From an optimization exercise on the open Yosys and OpenROAD flow, aimed at small area, a short achievable clock period and few clock cycles per item; shortcuts taken in it are not production practice. Function was checked by simulation only, so behaviour that the tests miss may differ from the original. Power is estimated from default activity; no workload was simulated.

==> flow/design.v <==
module gen_pair (
    input  wire        clk,
    input  wire        rst,           
    input  wire        load,
    input  wire [10:0] cfg_width,     
    input  wire [31:0] cfg_p0,
    input  wire [63:0] cfg_p1,
    input  wire [63:0] cfg_p2,
    output reg  [1:0]  err,           
    input  wire        beat_ready,
    output wire        beat_valid,
    output wire [63:0] beat,
    output wire [31:0] beat_addr,
    output wire [31:0] beat_step
);
    localparam [2:0] LIN_UP = 3'd0, LIN_DOWN = 3'd1, COMPLEMENT = 3'd2, GRAY = 3'd3,
                     ROW_FAST = 3'd4, COL_FAST = 3'd5, GALLOP = 3'd6, BUTTERFLY = 3'd7;
    localparam [3:0] SOLID = 4'd0, CHECKER = 4'd1, ROW_STRIPE = 4'd2, COL_STRIPE = 4'd3,
                     ADDR = 4'd4, PRBS7 = 4'd5, PRBS15 = 4'd6, PRBS23 = 4'd7, PRBS31 = 4'd8;
    wire [3:0]  d_aord     = cfg_p0[6:3];
    wire [3:0]  d_dpat     = cfg_p0[10:7];
    wire [7:0]  d_ratem1   = cfg_p0[18:11];
    wire [4:0]  d_colbits  = cfg_p0[23:19];
    wire [4:0]  d_rowbits  = cfg_p0[28:24];
    wire [2:0]  d_bankbits = cfg_p0[31:29];
    wire [31:0] d_start    = cfg_p1[31:0];
    wire [30:0] d_seed     = cfg_p1[62:32];
    wire [9:0]  d_aoff     = cfg_p2[9:0];
    wire        d_aen      = cfg_p2[10];
    wire [9:0]  d_doff     = cfg_p2[20:11];
    wire [9:0]  d_dwm1     = cfg_p2[30:21];
    wire        d_den      = cfg_p2[31];
    wire [15:0] d_step     = cfg_p2[47:32];
    wire        d_inv      = cfg_p2[48];
    wire [6:0]  d_abfull = {2'b0, d_colbits} + {2'b0, d_rowbits} + {4'b0, d_bankbits};
    wire [5:0]  d_ab     = d_abfull[5:0];
    wire d_ill = (d_aord > 4'd7) || (d_dpat > 4'd8) || (d_abfull > 7'd32) ||
                 ((d_aord == {1'b0, GALLOP} || d_aord == {1'b0, BUTTERFLY}) &&
                  (d_ab == 6'd0 || d_ab > 6'd16)) ||
                 (d_aen && ({1'b0, d_aoff} + {5'd0, d_ab} > {1'b0, cfg_width})) ||
                 (d_den && ({1'b0, d_doff} + {1'b0, d_dwm1} + 11'd1 > {1'b0, cfg_width}));
    wire d_badw  = (cfg_width == 11'd0) || (cfg_width > 11'd1024);
    wire d_unsup = (cfg_width > 11'd64);
    wire [1:0] d_err = d_ill ? 2'd1 : d_badw ? 2'd2 : d_unsup ? 2'd3 : 2'd0;
    wire       d_ok  = (d_err == 2'd0);
    wire d_divord = (d_aord[2:0] == GALLOP) || (d_aord[2:0] == BUTTERFLY);
    reg [30:0] d_prbs;
    always @(*) begin
        case (d_dpat)
            PRBS7:   d_prbs = (d_seed[6:0]  == 0) ? 31'h7f       : {24'd0, d_seed[6:0]};
            PRBS15:  d_prbs = (d_seed[14:0] == 0) ? 31'h7fff     : {16'd0, d_seed[14:0]};
            PRBS23:  d_prbs = (d_seed[22:0] == 0) ? 31'h7fffff   : {8'd0,  d_seed[22:0]};
            default: d_prbs = (d_seed[30:0] == 0) ? 31'h7fffffff : d_seed;
        endcase
    end
    reg [2:0]  aord;
    reg [3:0]  dpat;
    reg [7:0]  ratem1;
    reg [4:0]  colbits;
    reg [4:0]  rowbits;
    reg [5:0]  ab;
    reg [15:0] start;     
    reg        aen;
    reg [5:0]  aoff;
    reg        den;
    reg [5:0]  doff;
    reg [5:0]  dwm1;
    reg        inv;
    reg        sp;
    reg [15:0] sj;
    reg [15:0] sh;
    reg        shs;
    reg        sneg;      
    reg [31:0] x;
    reg [15:0] gj;
    reg        p;
    reg [30:0] hist;      
    reg        ovalid;
    reg [63:0] obeat;
    reg [31:0] oaddr;
    reg [31:0] ostep;
    reg [7:0]  rep;
    localparam [2:0] P_RUN = 3'd0, P_PRIME = 3'd1, P_ABS = 3'd2, P_DIV = 3'd3, P_NEG = 3'd4;
    reg [2:0]  phase;
    reg [3:0]  cnt;
    assign beat_valid = ovalid;
    assign beat       = obeat;
    assign beat_addr  = oaddr;
    assign beat_step  = ostep;
    wire xfer    = ovalid && beat_ready && !load;
    wire advance = (xfer && rep == ratem1) || (phase == P_PRIME);
    wire [32:0] nmask = (33'd1 << ab) - 33'd1;
    wire [31:0] mask  = nmask[31:0];
    wire is_gal = (aord == GALLOP);
    wire is_bf  = (aord == BUTTERFLY);
    wire [15:0] M = is_gal ? mask[15:0] : is_bf ? {10'd0, ab} : 16'd1;
    wire        c0    = p & sp;
    wire [16:0] m2    = {1'b0, gj} + {1'b0, sj} + {16'd0, c0};
    wire [16:0] cs_in = (phase == P_DIV) ? {sj, sh[15]} : m2;
    wire [17:0] cs_d  = {1'b0, cs_in} - {2'b0, M};
    wire        cs_ge = !cs_d[17];
    wire [16:0] cs_out = cs_ge ? cs_d[16:0] : cs_in;
    wire [31:0] x_next  = (x + {{16{shs}}, sh} + {31'd0, cs_ge}) & mask;
    wire [15:0] gj_next = cs_out[15:0];
    wire        p_next  = p ^ sp;
    wire [16:0] nt   = {1'b0, sj} + {16'd0, sp};
    wire        b1   = (phase == P_NEG) && (is_gal || is_bf) && (nt != 17'd0);
    wire [15:0] sh_neg = ~sh + {15'd0, !b1};
    wire [16:0] sj_neg = {1'b0, M} - nt;
    wire [31:0] xm = x & mask;
    wire [5:0]  rcw   = {1'b0, rowbits} + {1'b0, colbits};
    wire [32:0] wmsk  = (33'd1 << rcw) - 33'd1;
    wire [31:0] cmask = (32'd1 << colbits) - 32'd1;
    wire [31:0] a_rf  = (xm & ~wmsk[31:0]) | ((xm >> rowbits) & cmask) |
                        ((xm << colbits) & wmsk[31:0] & ~cmask);
    wire [15:0] gi    = x[15:0];
    wire [15:0] jj    = (gj >= gi) ? gj + 16'd1 : gj;
    wire [15:0] a_gal = (start + (p ? jj : gi)) & mask[15:0];
    reg [31:0] a;
    always @(*) begin
        case (aord)
            COMPLEMENT: a = p ? (xm ^ mask) : xm;
            GRAY:       a = xm ^ (xm >> 1);
            ROW_FAST:   a = a_rf;
            GALLOP:     a = {16'd0, a_gal};
            BUTTERFLY:  a = p ? xm : (xm ^ (32'd1 << gj[4:0]));
            default:    a = xm;
        endcase
    end
    wire c0b = (colbits != 5'd0) ? a[0] : 1'b0;
    wire r0b = (rowbits != 5'd0) ? a[colbits] : 1'b0;
    wire [63:0] r_a0 = {32'd0, a};
    wire [63:0] r_a1 = r_a0 | (r_a0 << ab);
    wire [63:0] r_a2 = r_a1 | (r_a1 << {ab, 1'b0});
    wire [63:0] r_a3 = r_a2 | (r_a2 << {ab, 2'b0});
    wire [63:0] r_a4 = r_a3 | (r_a3 << {ab, 3'b0});
    wire [63:0] r_a5 = r_a4 | (r_a4 << {ab, 4'b0});
    wire [63:0] addr_bits = r_a5 | (r_a5 << {ab, 5'b0});
    wire [94:0] e7, e15, e23, e31;
    genvar g;
    generate
        for (g = 0; g < 31; g = g + 1) begin : g_hist
            assign e7[30 - g]  = hist[g];
            assign e15[30 - g] = hist[g];
            assign e23[30 - g] = hist[g];
            assign e31[30 - g] = hist[g];
        end
        for (g = 31; g < 95; g = g + 1) begin : g_prbs
            assign e7[g]  = e7[g - 7]   ^ e7[g - 6];
            assign e15[g] = e15[g - 15] ^ e15[g - 14];
            assign e23[g] = e23[g - 23] ^ e23[g - 18];
            assign e31[g] = e31[g - 31] ^ e31[g - 28];
        end
    endgenerate
    reg [94:0] ext;
    always @(*) begin
        case (dpat)
            PRBS7:   ext = e7;
            PRBS15:  ext = e15;
            PRBS23:  ext = e23;
            default: ext = e31;
        endcase
    end
    wire [63:0] prbs_bits = ext[94:31];
    wire [94:0] ext_sh = ext >> dwm1;
    wire [30:0] hist_next;
    generate
        for (g = 0; g < 31; g = g + 1) begin : g_hn
            assign hist_next[g] = ext_sh[31 - g];
        end
    endgenerate
    reg [63:0] pattern;
    always @(*) begin
        case (dpat)
            CHECKER:    pattern = {32{2'b10}} ^ {64{r0b ^ c0b}};
            ROW_STRIPE: pattern = {64{r0b}};
            COL_STRIPE: pattern = {64{c0b}};
            ADDR:       pattern = addr_bits;
            PRBS7, PRBS15, PRBS23, PRBS31: pattern = prbs_bits;
            default:    pattern = 64'd0;
        endcase
    end
    wire [63:0] dmask   = {64{1'b1}} >> (6'd63 - dwm1);
    wire [63:0] data    = (pattern ^ {64{inv}}) & dmask & {64{den}};
    wire [63:0] a_field = aen ? ({32'd0, a} << aoff) : 64'd0;
    wire [63:0] d_field = data << doff;
    wire [63:0] beat_nx = a_field ^ d_field;
    always @(posedge clk) begin
        if (rst) begin
            err     <= 2'd0;
            aord    <= LIN_UP;
            dpat    <= SOLID;
            ratem1  <= 8'd0;
            colbits <= 5'd0;
            rowbits <= 5'd0;
            ab      <= 6'd0;
            start   <= 16'd0;
            aen     <= 1'b0;
            aoff    <= 6'd0;
            den     <= 1'b0;
            doff    <= 6'd0;
            dwm1    <= 6'd0;
            inv     <= 1'b0;
            sp      <= 1'b0;
            sj      <= 16'd0;
            sh      <= 16'd0;
            shs     <= 1'b0;
            sneg    <= 1'b0;
            x       <= 32'd0;
            gj      <= 16'd0;
            p       <= 1'b0;
            hist    <= 31'd0;
            ovalid  <= 1'b1;
            obeat   <= 64'd0;
            oaddr   <= 32'd0;
            ostep   <= 32'd0;
            rep     <= 8'd0;
            phase   <= P_RUN;
            cnt     <= 4'd0;
        end else if (load && d_ok) begin
            err     <= d_err;
            aord    <= d_aord[2:0];
            dpat    <= d_dpat;
            ratem1  <= d_ratem1;
            colbits <= d_colbits;
            rowbits <= d_rowbits;
            ab      <= d_ab;
            start   <= d_start[15:0];
            aen     <= d_aen;
            aoff    <= d_aoff[5:0];
            den     <= d_den;
            doff    <= d_doff[5:0];
            dwm1    <= d_dwm1[5:0];
            inv     <= d_inv;
            sneg    <= d_step[15];
            sj      <= 16'd0;
            if (d_divord) begin
                sp  <= d_step[0];
                sh  <= d_step;
                shs <= 1'b0;
            end else if (d_aord[2:0] == COMPLEMENT) begin
                sp  <= d_step[0];
                sh  <= {d_step[15], d_step[15:1]};
                shs <= d_step[15];
            end else begin
                sp  <= 1'b0;
                sh  <= d_step;
                shs <= d_step[15];
            end
            x       <= (d_aord[2:0] == GALLOP) ? 32'd0 : d_start;
            gj      <= 16'd0;
            p       <= 1'b0;
            hist    <= d_prbs;
            ovalid  <= 1'b0;
            ostep   <= 32'd0;
            rep     <= 8'd0;
            cnt     <= 4'd0;
            phase   <= d_divord ? (d_step[15] ? P_ABS : P_DIV) :
                       (d_aord[2:0] == LIN_DOWN) ? P_NEG : P_PRIME;
        end else begin
            if (load)
                err <= d_err;
            case (phase)
                P_ABS: begin
                    sh    <= sh_neg;
                    phase <= P_DIV;
                end
                P_DIV: begin
                    sj    <= cs_out[15:0];
                    sh    <= {(cnt == 4'd14) ? 1'b0 : sh[14], sh[13:0], cs_ge};
                    cnt   <= cnt + 4'd1;
                    if (cnt == 4'd14)
                        phase <= sneg ? P_NEG : P_PRIME;
                end
                P_NEG: begin
                    sh    <= sh_neg;
                    if (is_gal || is_bf)
                        sj <= b1 ? sj_neg[15:0] : 16'd0;
                    else
                        shs <= !shs && (sh != 16'd0);
                    phase <= P_PRIME;
                end
                P_PRIME: begin
                    ovalid <= 1'b1;
                    phase  <= P_RUN;
                end
                default: ;
            endcase
            if (advance) begin
                x      <= x_next;
                gj     <= gj_next;
                p      <= p_next;
                hist   <= hist_next;
                obeat  <= beat_nx;
                oaddr  <= a;
                if (phase != P_PRIME)
                    ostep <= ostep + 32'd1;
            end
            if (xfer)
                rep <= (rep == ratem1) ? 8'd0 : rep + 8'd1;
        end
    end
endmodule
==> flow/run.sh <==
#!/bin/bash
# synth_recipe.tcl (not shown) runs the flow's synth.tcl, then flattens the netlist and writes it again
# the make line also repeats each setting of config.mk as NAME=value (left out here)
make -C /OpenROAD-flow-scripts/flow DESIGN_CONFIG=/design/flow/config.mk WORK_HOME=/design/flow/orfs CLKGATE_MAP_FILE= SYNTH_SCRIPT=/design/flow/synth_recipe.tcl finish
==> flow/config.mk <==
export PLATFORM = sky130hd
export DESIGN_NAME = gen_pair
export DESIGN_NICKNAME = gen_pair
export VERILOG_FILES = /design/flow/design.v
export SDC_FILE = /design/flow/constraint.sdc
export NUM_CORES = 4
export LEC_CHECK = 0
export CAP_MARGIN = 20
export CORE_MARGIN = 2
export CORE_UTILIZATION = 25
export PLACE_DENSITY = 0.35
export SLEW_MARGIN = 20
==> flow/constraint.sdc <==
create_clock -name core_clock -period 30.0 [get_ports {clk}]
set_input_delay 6.0000 -clock core_clock [delete_from_list [all_inputs] [get_ports {clk}]]
set_output_delay 6.0000 -clock core_clock [all_outputs]
set_load 0.01 [all_outputs]
==> results.cfg <==
[finish]
final_cell_area_sq_mm = 0.0791
utilization_pct = 28.9
fin_cells = 14100
drive_above_1_share_pct = 10.8
n_fill_cell = 30500
syn_to_final_growth_pct = 14.9
nets = 10800

[worst_setup_path]
critPathBufInv = 2
required_ns = 30.50
reg2reg_from = x[4]
max_stage_delay_ns = 1.05
crit_type = reg2reg
cp-end-kind = flop
cp.arrival_ns = 16.57
cpLargestDelayFamily = compound AO/OA/AOI/OAI gates
rr_worst_depth = 38
worstSetupStartpointType = flop
cp_slowest_cell = o32ai_1
crit_fanout = 9
r2r-end = obeat[63]
r2r_slack_ns = 13.93

[logic_synthesis]
ys_seq_area_share_pct = 9.57
async_flop_share_pct = 0
syn_inst = 10500
synth_flop_cell = dfxtp_1
syn_area_sq_mm = 0.0688
yosys.area.top_type_share_pct = 9.57
synth_fp_nets = 10900
avgSynthCellArea_sq_um = 6.54
yosys_warnings = 1
synth_area_leaders = dfxtp_1, nand2_1, nor2_1
ys_ff_latch = 329
synth_area_leader_cell = dfxtp_1
ys_types = 136
synth_edf_count = 0

[sta]
hold_slack_ns = 0.459
fin_setup_tns_ns = 0
finalHoldViolations = 0
drv_slew = 0
rsz0062_at_grt = false
setup_viol = 0
worstMarginPinSlew_ns = 1.39
period_minus_slack_ns = 16.07
maxSlewHeadroom_pct = 7.09
fin_skew_ns = 0.0638
timing.final.crit_share_pct = 53.6
fmax_ghz = 0.0622

[run_status]
status = complete, no violations

[clock_network]
cts-root-buf = clkbuf_16
cts_tree = done
holdBufCountCts = 0
clkLatencyLatePin_ns = 0.68
cts_made_buffers = 43
ctsHtreeMaxLevel = 2
clkSinkCount = 329
cts_resized = 0
postCtsSetupBuffers = 0
path_clk_slew_ns = 0.06
cts_buffer_depth = 3

[min_path]
min_to = obeat[35]
hp-class = reg2reg
hold_path.startpoint = obeat[35]
min_path_cells = 2

[routing]
vias = 97800
finalWirelength_mm = 635
drtPass1Iterations = 7
ant_nets = 0
vias_per_cell = 6.91
drt_iter0_drc = 14900
wire_per_inst_um = 44.9
drc = 0

[die]
initial_utilization_pct = 25.2
die_y_um = 529
rows = 192
coreArea_sq_mm = 0.274
die-area_sq_mm = 0.280
die-width_um = 529
pin_count = 306

[global_route]
grt_pass1_wl_mm = 836
antenna_found_initial = 58
grt_pass1_vias = 89700
grt_util_all_layers_pct = 43.2
grt_max_degree = 111
grt-ovfl-total = 0

[placement]
dpl.cell_count = 14000
postPlaceCellArea_sq_mm = 0.0773
hpwl_mm = 488
portBuffers = 286
place_congestion = 1.08

[power]
p_per_area_mw_per_mm2 = 19.3
irDropWorstVdd_mv = 0.0350
p_leak_nw = 27.2

[job]
maxCapViolCount = 0
-- layout by cell type (no fill, tap or decap), drive strengths merged, types with 182 or more instances in the layout --
cell / instances
a211oi: 317
dfxtp: 329
o211ai: 248
xnor2: 309
clkdlybuf4s50: 285
xor2: 184
a31oi: 182
buf: 571
nand2: 1245
mux2i: 254
o21ai: 755
nor2: 1214
inv: 202
a21oi: 898
nor3: 283
nand3: 324
-- power breakdown --
part	internal (mW)	leakage, nW	switching (mW)
registers	0.447	2.69	0.0136
logic	0.173	23.8	0.315
clock network	0.335	0.738	0.244
-- flip-flops by register name, indices dropped and copies added (netlist names), 5 cells and up --
| register | count |
|---|---|
| oaddr | 32 |
| colbits | 5 |
| rep | 8 |
| hist | 31 |
| ab | 6 |
| sj | 16 |
| ostep | 32 |
| doff | 6 |
| dwm1 | 6 |
| rowbits | 5 |
| x | 32 |
| aoff | 6 |
| sh | 16 |
| gj | 16 |
| start | 16 |
| ratem1 | 8 |
| obeat | 64 |
-- how the worst max path moves through the flow --
stage,start,end,slack [ns],depth (start not counted)
6_report,x[4],obeat[63],13.93,38
5_1_grt,x[4],obeat[63],14.04,38
4_1_cts,x[4],obeat[63],14.80,38
3_5_place_dp,x[4],obeat[63],14.82,38
3_3_place_gp,x[4],obeat[61],14.83,38
2_1_floorplan,ab[1],x[30],17.77,63
-- worst min-delay path, stage by stage, from the launching register on --
cell     delay (ns)
dfxtp_1        0.33
nand2_1        0.04
o21ai_0        0.06
-- cell usage after synthesis (39+ instances only) --
cell / number
a21oi_1: 893
ha_1: 174
nand4_1: 115
a311oi_1: 64
nor4_1: 76
clkbuf_1: 726
a221oi_1: 107
nand3_1: 324
nor2_1: 1213
a21o_1: 120
o211ai_1: 247
o21a_1: 67
or4_1: 39
o22ai_1: 145
inv_1: 189
o311ai_0: 41
o31ai_1: 106
mux2i_1: 251
a31oi_1: 177
o21ai_0: 703
buf_2: 43
nand2b_1: 79
or3_1: 74
nand2_1: 1244
or2_2: 49
a211oi_1: 310
nor2b_1: 63
o21ai_1: 47
dfxtp_1: 329
a2111oi_0: 43
xor2_1: 184
o221ai_1: 109
and2_1: 97
mux4_2: 65
mux2_2: 88
a211o_1: 62
nor3_1: 275
buf_1: 148
a22oi_1: 109
and3_1: 89
a221o_1: 44
o2111ai_1: 56
xnor2_1: 309
-- cell type report --
type | instances | area, sq um | share of cell area [%]
Multi-Input combinational cell | 9041 | 58300 | 73.7
Antenna cell | 49 | 123 | 0.155
Inverter | 208 | 785 | 0.992
Clock inverter | 11 | 216 | 0.274
Timing Repair Buffer | 856 | 7200 | 9.11
Tap cell | 3589 | 4490 | 5.68
Sequential cell | 329 | 6660 | 8.42
Clock buffer | 64 | 1300 | 1.64
-- cells by family (layout without fill, tap and decap cells) --
family          count (synthesis)  count (layout)  synth area share (%)
compound gates               4040            4040                  40.4
simple gates                 3912            3912                  26.4
buf+inv                      1148            1139                  6.50
xor+xnor                      493             493                  6.27
mux                           408             408                  7.31
flops                         329             329                  9.57
fa+ha+maj                     188             188                  3.57
other cells                     0              49                     0
-- stage by stage --
| step | power, mW | setup slack, ns |
|---|---|---|
| 2_1_floorplan | 0.740 | 17.77 |
| 3_5_place_dp | 0.946 | 14.82 |
| 3_3_place_gp | 0.945 | 14.83 |
| 6_report | 1.53 | 13.93 |
| 5_1_grt | 1.59 | 14.04 |
| 4_1_cts | 1.54 | 14.80 |
-- routing by layer --
metal,vias up,track usage [%],routed length (um)
li1,40000,-,-
met1,48900,54.4,254000
met2,7070,63.8,265000
met3,1816,12.2,64900
met4,14,28.8,50600
met5,-,0,93
Testbench counts, summed over its fixed seeds: cycles 51,040, beats 48,947.

==> re-timing with driven ports <==
The flow's constraints put no driver on any port. The routed layout listed below was extracted and timed again, unchanged, in two steps.
Step 1 assumes that a clkbuf_16 drives the clock port and a buf_2 every other input.
Step 2, shift: input delay + t, output delay - t, t = (earliest + latest rising clock arrival at the registers) / 2. This alone moves slack from input paths to output paths.
Slacks: ideal ports / drivers / drivers and shift; pairs: ideal ports / drivers.
shift t [ns]: 0.738
setup slack, ns: 13.935 / 13.935 / 13.935
hold slack, ns: 0.459 / 0.459 / 0.459
clock arrival spread, ns: 0.064 / 0.064
After both steps this run still meets setup and hold. The setup slack of this run moves by 0.000 ns with the drivers and by 0.000 ns with both steps.
